Source: an optimization exercise on an open RTL-to-GDS flow (aim: small area, a short achievable clock period and few clock cycles per item). Production flows keep margins and buffers that such runs may drop.
RTL that was checked went through simulation tests only; none was proved equivalent to the original.

==> flow/design.v (excerpt) <==
module kg9_decunit (
    input  wire         clk,
    input  wire         rst,
    input  wire         start,
    input  wire [2:0]   op,
    input  wire [127:0] a,
    input  wire [127:0] b,
    input  wire [13:0]  imm,
    output wire         ready,
    output reg          done,
    output wire [127:0] res,
    output wire [127:0] rem,
    output wire         z,
    output wire         n,
    output reg          dv,
    output reg          exc_data,
    output reg          exc_div
);
For scale: about 540 flip-flops, ~540 I/O pins, ~67000 sq um of cells after synthesis.
export LEC_CHECK = 0
export ABC_AREA = 0
export CAP_MARGIN = 40
export CORE_MARGIN = 2
export CORE_UTILIZATION = 36
export SLEW_MARGIN = 40
create_clock -name core_clock -period 50.0 [get_ports {clk}]
standard.sh (not shown) runs the stock make flow with config.mk's settings and CLKGATE_MAP_FILE= SYNTH_SCRIPT=/design/flow/synth_recipe.tcl, a recipe that flattens the netlist after the stock synthesis.
==> flow/flow/run.sh <==
#!/bin/bash
# Layout: the standard flow (standard.sh) unchanged, except that the
# buffers ORFS puts on the input and output ports are buf_1 cells.
set -e
export BUFFER_PORTS_ARGS="-buffer_cell sky130_fd_sc_hd__buf_1"
bash standard.sh > standard.log 2>&1
==> next run, changes <==
--- a/flow/design.v
+++ b/flow/design.v
@@ -360,13 +360,13 @@
             clr[4*j +: 4] = {4{pos[j] & cur_real}};
     end
     wire [123:0] x1c    = x1 & ~clr;
     wire [123:0] x1_qn  = {x1c[119:0], div_q};
     wire [3:0]   d_in   = (state == S_EXEC) ? lead_d : (nreal != 5'd0) ? d_next : 4'd0;
     wire         div_ov = ovf | (x1c[123:120] != 4'd0);
-    wire exec_ok = (state == S_EXEC) && !bad;
+    wire exec_ok = (state == S_EXEC);
     wire mul_swap = (lb_n < lead_n);            
     wire mul_go  = (state == S_MUL) || (exec_ok && is_mul && !mul_swap);
     wire shl_go  = (state == S_SHL) || (exec_ok && is_shrp && sh != 6'd0 && !sh[5]);
     wire shr_go  = (state == S_SHR) || (exec_ok && is_shrp && sh[5]);
     wire shf_go  = (state == S_SHF) || (exec_ok && is_shrp && sh == 6'd0);
     wire [5:0] mlen = {1'b0, lead_n} + {1'b0, lb_n};    
@@ -413,17 +413,12 @@
                 exc_div  <= 1'b0;
                 remneg   <= sa;
                 resq[4]  <= is_div;
                 resq[5]  <= (op_r[1:0] == 2'b11);
                 resq[6]  <= is_div & !bad;
                 resq[7]  <= (op_r[1:0] == 2'b11) & !bad;
-                if (bad) begin
-                    exc_data <= 1'b1;
-                    done     <= 1'b1;
-                    state    <= S_IDLE;
-                end else begin
                     case (op_r)
                         OP_ADDP, OP_SUBP, OP_CMPP: begin
                             zzn <= iscmp ? zall : zlo;
                             zsg <= zall;
                             if (eff_sub) begin
                                 sflag <= aco ? sa : !sa;
@@ -477,13 +472,12 @@
                                 nstep    <= {1'b0, lead_n} + {1'b0, scale} - 6'd1;
                                 state    <= S_DIV;
                             end
                         end
                         default: sflag <= sb;    
                     endcase
-                end
             end
             if (state == S_NEG) begin
                 sflag <= negdo ? !sa : sa;
                 zzn   <= zlo;
                 zsg   <= zall;
                 done  <= 1'b1;
@@ -549,12 +543,18 @@
                 dv    <= lost;
                 zzn   <= zlo;
                 zsg   <= zlo & !lost;
                 done  <= 1'b1;
                 state <= S_IDLE;
             end
+            if (state == S_EXEC && bad) begin
+                exc_data <= 1'b1;
+                exc_div  <= 1'b0;
+                done     <= 1'b1;
+                state    <= S_IDLE;
+            end
         end
         if (rst) begin
             state <= S_IDLE;
             done  <= 1'b0;
         end
     end
The new run finished clean.
Wire length shrinks by 12%.
Maximum frequency grows by 6.0%.
Via count is lower by 3.7%.
Global-route usage went down by 5.2 points.
Area after synthesis barely changes.
Sequential share of layout area went up by 0.15 points.
Worst setup slack gains 0.77 ns.
Core utilization drops by 0.67 points.
Synthesized cell count is lower by 0.42%.
First-iteration DRC count went down by 15%.
Clock-buffer cell count is lower by 5.
No run of this note included a check of the RTL's function; only the layout flow was run.

kg9_decunit, a different RTL version from the one above (not shown whole).
Size: ~10000 cells after synthesis, about 540 I/O pins, ~64000 um2 of cells after synthesis.
## kg9_decunit
module kg9_decunit (
    input  wire         clk,
    input  wire         rst,
    input  wire         start,
    input  wire [2:0]   op,
    input  wire [127:0] a,
    input  wire [127:0] b,
    input  wire [13:0]  imm,
    output wire         ready,
    output reg          done,
    output wire [127:0] res,
    output wire [127:0] rem,
    output wire         z,
    output wire         n,
    output reg          dv,
    output reg          exc_data,
    output reg          exc_div
);
    localparam OP_ADDP = 3'd0, OP_SUBP = 3'd1, OP_MULP = 3'd2,
               OP_DIVP = 3'd3, OP_CMPP = 3'd4, OP_SHRP = 3'd5;
    localparam S_IDLE = 3'd0, S_EXEC = 3'd1, S_MUL = 3'd2, S_DIV = 3'd3,
               S_SHL  = 3'd4, S_SHR  = 3'd5, S_SHF = 3'd6, S_NEG = 3'd7;
    reg [2:0]   state;
    reg [2:0]   op_r;
    reg [123:0] x1;
    reg [127:0] x2;
    reg [123:0] x3;
    reg [3:0]   asn, bsn;    
  ...
==> flow/config.mk <==
export PLATFORM = sky130hd
export DESIGN_NAME = kg9_decunit
export DESIGN_NICKNAME = kg9_decunit
export VERILOG_FILES = /design/flow/design.v
export SDC_FILE = /design/flow/constraint.sdc
export NUM_CORES = 8
export LEC_CHECK = 0
export ABC_AREA = 1
export CAP_MARGIN = 40
export CORE_MARGIN = 2
export CORE_UTILIZATION = 30
export SLEW_MARGIN = 40
==> flow/constraint.sdc <==
create_clock -name core_clock -period 50.0 [get_ports {clk}]
set_input_delay 10.0000 -clock core_clock [delete_from_list [all_inputs] [get_ports {clk}]]
set_output_delay 10.0000 -clock core_clock [all_outputs]
set_load 0.01 [all_outputs]
run.sh (not shown) runs the stock make flow with config.mk's settings and CLKGATE_MAP_FILE= SYNTH_SCRIPT=/design/flow/synth_recipe.tcl, a recipe that flattens the netlist after the stock synthesis.
Stock flow here: none of the scripts above is used.
Testbench counts at the start, summed over its fixed seeds: cycles 13,959, ops 2,400.
Then changed:
--- a/flow/design.v
+++ b/flow/design.v
@@ -157,28 +157,28 @@
     reg [4:0]   la;          
     reg [5:0]   nstep;       
     reg [4:0]   nreal;       
     reg         cur_real;    
     reg         lost;        
     reg         ovf;         
     reg         sflag;       
     reg         remneg;      
-    reg [3:0]   resq;        
+    reg         resq;        
+    reg         resq2;       
     reg         mfirst;      
     reg         iscmp;       
     reg         zzn;         
     reg         zsg;         
     reg         remz;        
     reg         qnz;         
     wire sa = (asn == 4'hD);
     wire sb = (bsn == 4'hD);
     assign ready = (state == S_IDLE);
-    assign res   = {resq[3] ? x1[123:93] : x2[123:93], resq[2] ? x1[92:62] : x2[92:62],
-                    resq[1] ? x1[61:31]  : x2[61:31],  resq[0] ? x1[30:0]  : x2[30:0],
+    assign res   = {resq2 ? x1[123:64] : x2[123:64], resq ? x1[63:0] : x2[63:0],
                     (sflag & !zsg) ? 4'hD : 4'hC};
     assign rem   = {x2[123:0], (remneg & !remz) ? 4'hD : 4'hC};
     assign z     = zzn;
     assign n     = sflag & !zzn;
     function automatic digits_ok(input [123:0] v);
         integer k;
         begin
             digits_ok = 1'b1;
@@ -283,30 +283,28 @@
                 rnd   <= imm[3:0];
                 cnt   <= imm[13] ? (~imm[12:8] + 5'd1) : imm[12:8];
                 md    <= a[7:4];
                 qacc  <= 4'd0;
                 qnz   <= 1'b0;
                 lost  <= 1'b0;
                 ovf   <= 1'b0;
                 drop  <= 4'd0;
-                resq[0] <= (op == OP_DIVP);
-                resq[1] <= (op[1:0] == 2'b11);
+                resq  <= (op == OP_DIVP);
                 iscmp <= (op == OP_CMPP);
                 if (start) begin
                     dv    <= 1'b0;
                     state <= S_EXEC;
                 end
             end
             if (state == S_EXEC) begin
                 exc_data <= 1'b0;
                 exc_div  <= 1'b0;
                 remneg   <= sa;
-                resq[2]  <= is_div;
-                resq[3]  <= (op_r[1:0] == 2'b11);
+                resq2    <= is_div;
                 if (bad) begin
                     exc_data <= 1'b1;
                     done     <= 1'b1;
                     state    <= S_IDLE;
                 end else begin
                     case (op_r)
                         OP_ADDP, OP_SUBP, OP_CMPP: begin
                             zzn <= iscmp ? zall : zlo;
Result: The new run finished with timing, DRC and antenna clean; core utilization hardly moves; cell area barely changes; routed wire length went up by 3.5%; via count stays flat; setup slack is worse by 920 ps; maximum frequency went down by 6.2%; final cell count went down by 0.60%; clock-buffer cell count went up by 2; first-iteration DRC count went up by 0.68%; sequential cell count went down by 2; critical path depth went up by 6.
Only the layout flow was run in the second run of this note; the RTL was not checked for function there.

alpha:
kg9_decunit, a different RTL version from the one above (not shown whole).
For scale: ~8800 cells after synthesis, ~65000 um^2 of cells after synthesis.
==> flow/config.mk <==
export PLATFORM = sky130hd
export DESIGN_NAME = kg9_decunit
export DESIGN_NICKNAME = kg9_decunit
export VERILOG_FILES = /design/flow/design.v
export SDC_FILE = /design/flow/constraint.sdc
export NUM_CORES = 8
export LEC_CHECK = 0
export ABC_AREA = 0
export CAP_MARGIN = 40
export CORE_MARGIN = 2
export CORE_UTILIZATION = 30
export SLEW_MARGIN = 40
==> flow/constraint.sdc <==
create_clock -name core_clock -period 50.0 [get_ports {clk}]
set_input_delay 10.0000 -clock core_clock [delete_from_list [all_inputs] [get_ports {clk}]]
set_output_delay 10.0000 -clock core_clock [all_outputs]
set_load 0.01 [all_outputs]
Relative to alpha, the following input files were edited for beta:
--- a/flow/design.v
+++ b/flow/design.v
@@ -168,38 +168,32 @@
     reg [5:0]   nstep;       
     reg [4:0]   nreal;       
     reg         cur_real;    
     reg         lost;        
     reg         ovf;         
     reg         sflag;       
     reg         remneg;      
-    reg [7:0]   resq;        
+    reg [3:0]   resq;        
     reg         mfirst;      
     reg         iscmp;       
     reg         zzn;         
     reg         zsg;         
     reg         remz;        
     reg         qnz;         
     reg [31:0]  lbd;         
     reg [7:0]   bw;          
     reg [47:0]  bhk;         
     reg         tryp;        
     reg         dneg;        
     wire sa = (asn == 4'hD);
     wire sb = (bsn == 4'hD);
     assign ready = state[3];
-    genvar ri;
-    generate
-        for (ri = 0; ri < 8; ri = ri + 1) begin : g_res
-            localparam integer LO = 4 + 16 * ri;
-            localparam integer HI = (ri == 7) ? 127 : LO + 15;
-            assign res[HI:LO] = resq[ri] ? x1[HI-4:LO-4] : x2[HI-4:LO-4];
-        end
-    endgenerate
-    assign res[3:0] = (sflag & !zsg) ? 4'hD : 4'hC;
+    assign res   = {resq[3] ? x1[123:93] : x2[123:93], resq[2] ? x1[92:62] : x2[92:62],
+                    resq[1] ? x1[61:31]  : x2[61:31],  resq[0] ? x1[30:0]  : x2[30:0],
+                    (sflag & !zsg) ? 4'hD : 4'hC};
     assign rem   = {x2[123:0], (remneg & !remz) ? 4'hD : 4'hC};
     assign z     = zzn;
     assign n     = sflag & !zzn;
     function automatic digits_ok(input [123:0] v);
         integer k;
         begin
             digits_ok = 1'b1;
@@ -416,30 +410,26 @@
                 qacc  <= 4'd0;
                 qnz   <= 1'b0;
                 lost  <= 1'b0;
                 ovf   <= 1'b0;
                 drop  <= 4'd0;
                 resq[0] <= (op == OP_DIVP);
                 resq[1] <= (op[1:0] == 2'b11);
-                resq[2] <= (op == OP_DIVP) & start;
-                resq[3] <= (op[1:0] == 2'b11) & start;
                 iscmp <= (op == OP_CMPP);
                 if (start) begin
                     dv    <= 1'b0;
                     state <= S_EXEC;
                 end
             end
             if (state == S_EXEC) begin
                 exc_data <= 1'b0;
                 exc_div  <= 1'b0;
                 remneg   <= sa;
-                resq[4]  <= is_div;
-                resq[5]  <= (op_r[1:0] == 2'b11);
-                resq[6]  <= is_div & !bad;
-                resq[7]  <= (op_r[1:0] == 2'b11) & !bad;
+                resq[2]  <= is_div;
+                resq[3]  <= (op_r[1:0] == 2'b11);
                 if (bad) begin
                     exc_data <= 1'b1;
                     done     <= 1'b1;
                     state    <= S_IDLE;
                 end else begin
                     case (op_r)
                         OP_ADDP, OP_SUBP, OP_CMPP: begin
### Flow results
- beta | stages: all done | timing, DRC, antenna: all pass
- Comparing beta against alpha, there is no change at all in share of async-settable or async-resettable flops after synthesis.
- The number of clock-tree buffers in the layout of beta is lower than that of alpha.
- alpha → beta: post-route clock period utilization saw a decrease; post-route worst hold slack saw little to no change; synthesized area per cell saw a decrease.
Testbench counts of beta, summed over its fixed seeds: cycles 12,996, ops 2,400.
The RTL of alpha was laid out without a check of its function.

Another version of the RTL of kg9_decunit (not shown whole).
Size: about 530 flip-flops, about 540 I/O pins.
Settings: LEC_CHECK=0, ABC_AREA=0, CAP_MARGIN=40, CORE_MARGIN=2, CORE_UTILIZATION=30, SLEW_MARGIN=40; clock period 50.0 ns.
Rerun with:
--- a/flow/design.v
+++ b/flow/design.v
@@ -135,17 +135,17 @@
     output wire         n,
     output reg          dv,
     output reg          exc_data,
     output reg          exc_div
 );
     localparam OP_ADDP = 3'd0, OP_SUBP = 3'd1, OP_MULP = 3'd2,
                OP_DIVP = 3'd3, OP_CMPP = 3'd4, OP_SHRP = 3'd5;
-    localparam S_IDLE = 4'd8, S_EXEC = 4'd1, S_MUL = 4'd2, S_DIV = 4'd3,
-               S_SHL  = 4'd4, S_SHR  = 4'd5, S_SHF = 4'd6, S_NEG = 4'd7;
-    reg [3:0]   state;
+    localparam S_IDLE = 3'd0, S_EXEC = 3'd1, S_MUL = 3'd2, S_DIV = 3'd3,
+               S_SHL  = 3'd4, S_SHR  = 3'd5, S_SHF = 3'd6, S_NEG = 3'd7;
+    reg [2:0]   state;
     reg [2:0]   op_r;
     reg [123:0] x1;
     reg [127:0] x2;
     reg [123:0] x3;
     reg [3:0]   asn, bsn;    
     reg [4:0]   scale;
     reg [5:0]   sh;
@@ -172,15 +172,15 @@
     reg [31:0]  lbd;         
     reg [7:0]   bw;          
     reg [47:0]  bhk;         
     reg         tryp;        
     reg         dneg;        
     wire sa = (asn == 4'hD);
     wire sb = (bsn == 4'hD);
-    assign ready = state[3];
+    assign ready = (state == S_IDLE);
     assign res   = {resq[3] ? x1[123:93] : x2[123:93], resq[2] ? x1[92:62] : x2[92:62],
                     resq[1] ? x1[61:31]  : x2[61:31],  resq[0] ? x1[30:0]  : x2[30:0],
                     (sflag & !zsg) ? 4'hD : 4'hC};
     assign rem   = {x2[123:0], (remneg & !remz) ? 4'hD : 4'hC};
     assign z     = zzn;
     assign n     = sflag & !zzn;
     function automatic digits_ok(input [123:0] v);
@@ -190,14 +190,15 @@
             for (k = 0; k < 31; k = k + 1)
                 if (v[4*k+3] & (v[4*k+2] | v[4*k+1])) digits_ok = 1'b0;
         end
     endfunction
     wire a_ok = digits_ok(x1) && (asn == 4'hC || asn == 4'hD || asn == 4'hF);
     wire b_ok = digits_ok(x3) && (bsn == 4'hC || bsn == 4'hD || bsn == 4'hF);
     wire bad  = !b_ok || (op_r != OP_SHRP && !a_ok);
+    wire x3_nz = |x3;
     wire [127:0] m1 = {4'd0, x3};
     wire [127:0] m2, m4, m5;
     kg9_bcd_x2 #(.N(32)) u_m2 (.x(m1), .y(m2));
     kg9_bcd_x2 #(.N(32)) u_m4 (.x(m2), .y(m4));
     kg9_bcd_x5 #(.N(32)) u_m5 (.x(m1), .y(m5));
     wire [3:0] mul_sel = {md == 4'd5 || md == 4'd6 || md == 4'd7 || md == 4'd9,
                           md == 4'd4 || md == 4'd8,
@@ -347,20 +348,20 @@
     wire shl_go  = (state == S_SHL) || (exec_ok && is_shrp && sh != 6'd0 && !sh[5]);
     wire shr_go  = (state == S_SHR) || (exec_ok && is_shrp && sh[5]);
     wire shf_go  = (state == S_SHF) || (exec_ok && is_shrp && sh == 6'd0);
     wire mul_ov  = ovf | (sum[127:124] != 4'd0) | (lost & (md != 4'd0));
     wire x2_shift = (state == S_EXEC && is_div) ||
                     (state == S_DIV && div_fin && nstep != 6'd0);
     always @(posedge clk)
-        x2 <= state[3] ? {4'd0, a[127:4]} :
+        x2 <= (state == S_IDLE) ? {4'd0, a[127:4]} :
               x2_shift ? {sum[123:0], d_in} : sum;
     always @(posedge clk) begin
         begin
             done <= 1'b0;
-            if (state[3]) begin
+            if (state == S_IDLE) begin
                 op_r  <= op;
                 x1    <= a[127:4];
                 x3    <= b[127:4];
                 asn   <= a[3:0];
                 bsn   <= b[3:0];
                 scale <= imm[4:0];
                 sh    <= imm[13:8];
@@ -418,15 +419,15 @@
                                 x1 <= x3;
                                 x3 <= x1;
                                 md <= x3[3:0];
                             end
                         end
                         OP_DIVP: begin
                             sflag <= sa ^ sb;
-                            if (lb_n == 5'd0) begin
+                            if (!x3_nz) begin
                                 exc_div <= 1'b1;
                                 done    <= 1'b1;
                                 state   <= S_IDLE;
                             end else if (lead_n == 5'd0) begin
                                 zzn   <= 1'b1;
                                 zsg   <= 1'b1;
                                 remz  <= 1'b1;
After rerunning: Clock-buffer cell count is higher by 4; worst setup slack improved by 0.72 ns; sequential share of layout area shrinks by 0.19 points; routed wire length climbs by a few percent; via count is higher by a few percent; design area climbs slightly; die area came out higher slightly; worst hold slack hardly moves; register-to-register slack gains 0.72 ns; first-iteration DRC count goes down by a few percent; synthesized area is higher slightly.
Testbench counts after the change, summed over its fixed seeds: cycles 13,472, ops 2,400.
No functional check of the RTL was part of the first run of this note.

==> static timing again, ports no longer ideal <==
The results above use ideal ports. As a check the final layouts listed here were re-extracted and re-timed, cells and wires unchanged. Step 1 assumes that a clkbuf_16 drives the clock port and a buf_2 every other input. Step 2 times the ports against the registers' clock, not the clock port: input delays grow and output delays shrink by t, the midpoint of the rising clock arrivals with the driver on. Three values: ideal, step 1, step 2; two values: the first two.
run	shift t [ns]	setup WS [ns]	clock arrival spread, ns	worst data-port slew with drivers (ns)	pins driven straight from the clock port
the first run of note 1	0.811	36.516 / 36.516 / 36.516	0.048 / 0.048	0.10	1
the second run of note 1	0.826	37.284 / 37.284 / 37.284	0.031 / 0.031	0.10	1
the first run of note 2	0.786	36.056 / 36.056 / 36.056	0.042 / 0.042	0.09	1
the second run of note 2	0.778	35.138 / 35.138 / 35.138	0.039 / 0.039	0.11	1
alpha	0.851	36.529 / 36.529 / 36.529	0.057 / 0.057	0.13	1
beta	0.844	37.212 / 37.116 / 37.427	0.050 / 0.050	0.15	1
the first run of note 4	0.828	35.776 / 35.776 / 35.776	0.073 / 0.073	0.18	1
the second run of note 4	0.863	36.494 / 36.494 / 36.494	0.036 / 0.037	0.15	1
After both steps every run listed still meets setup and hold.
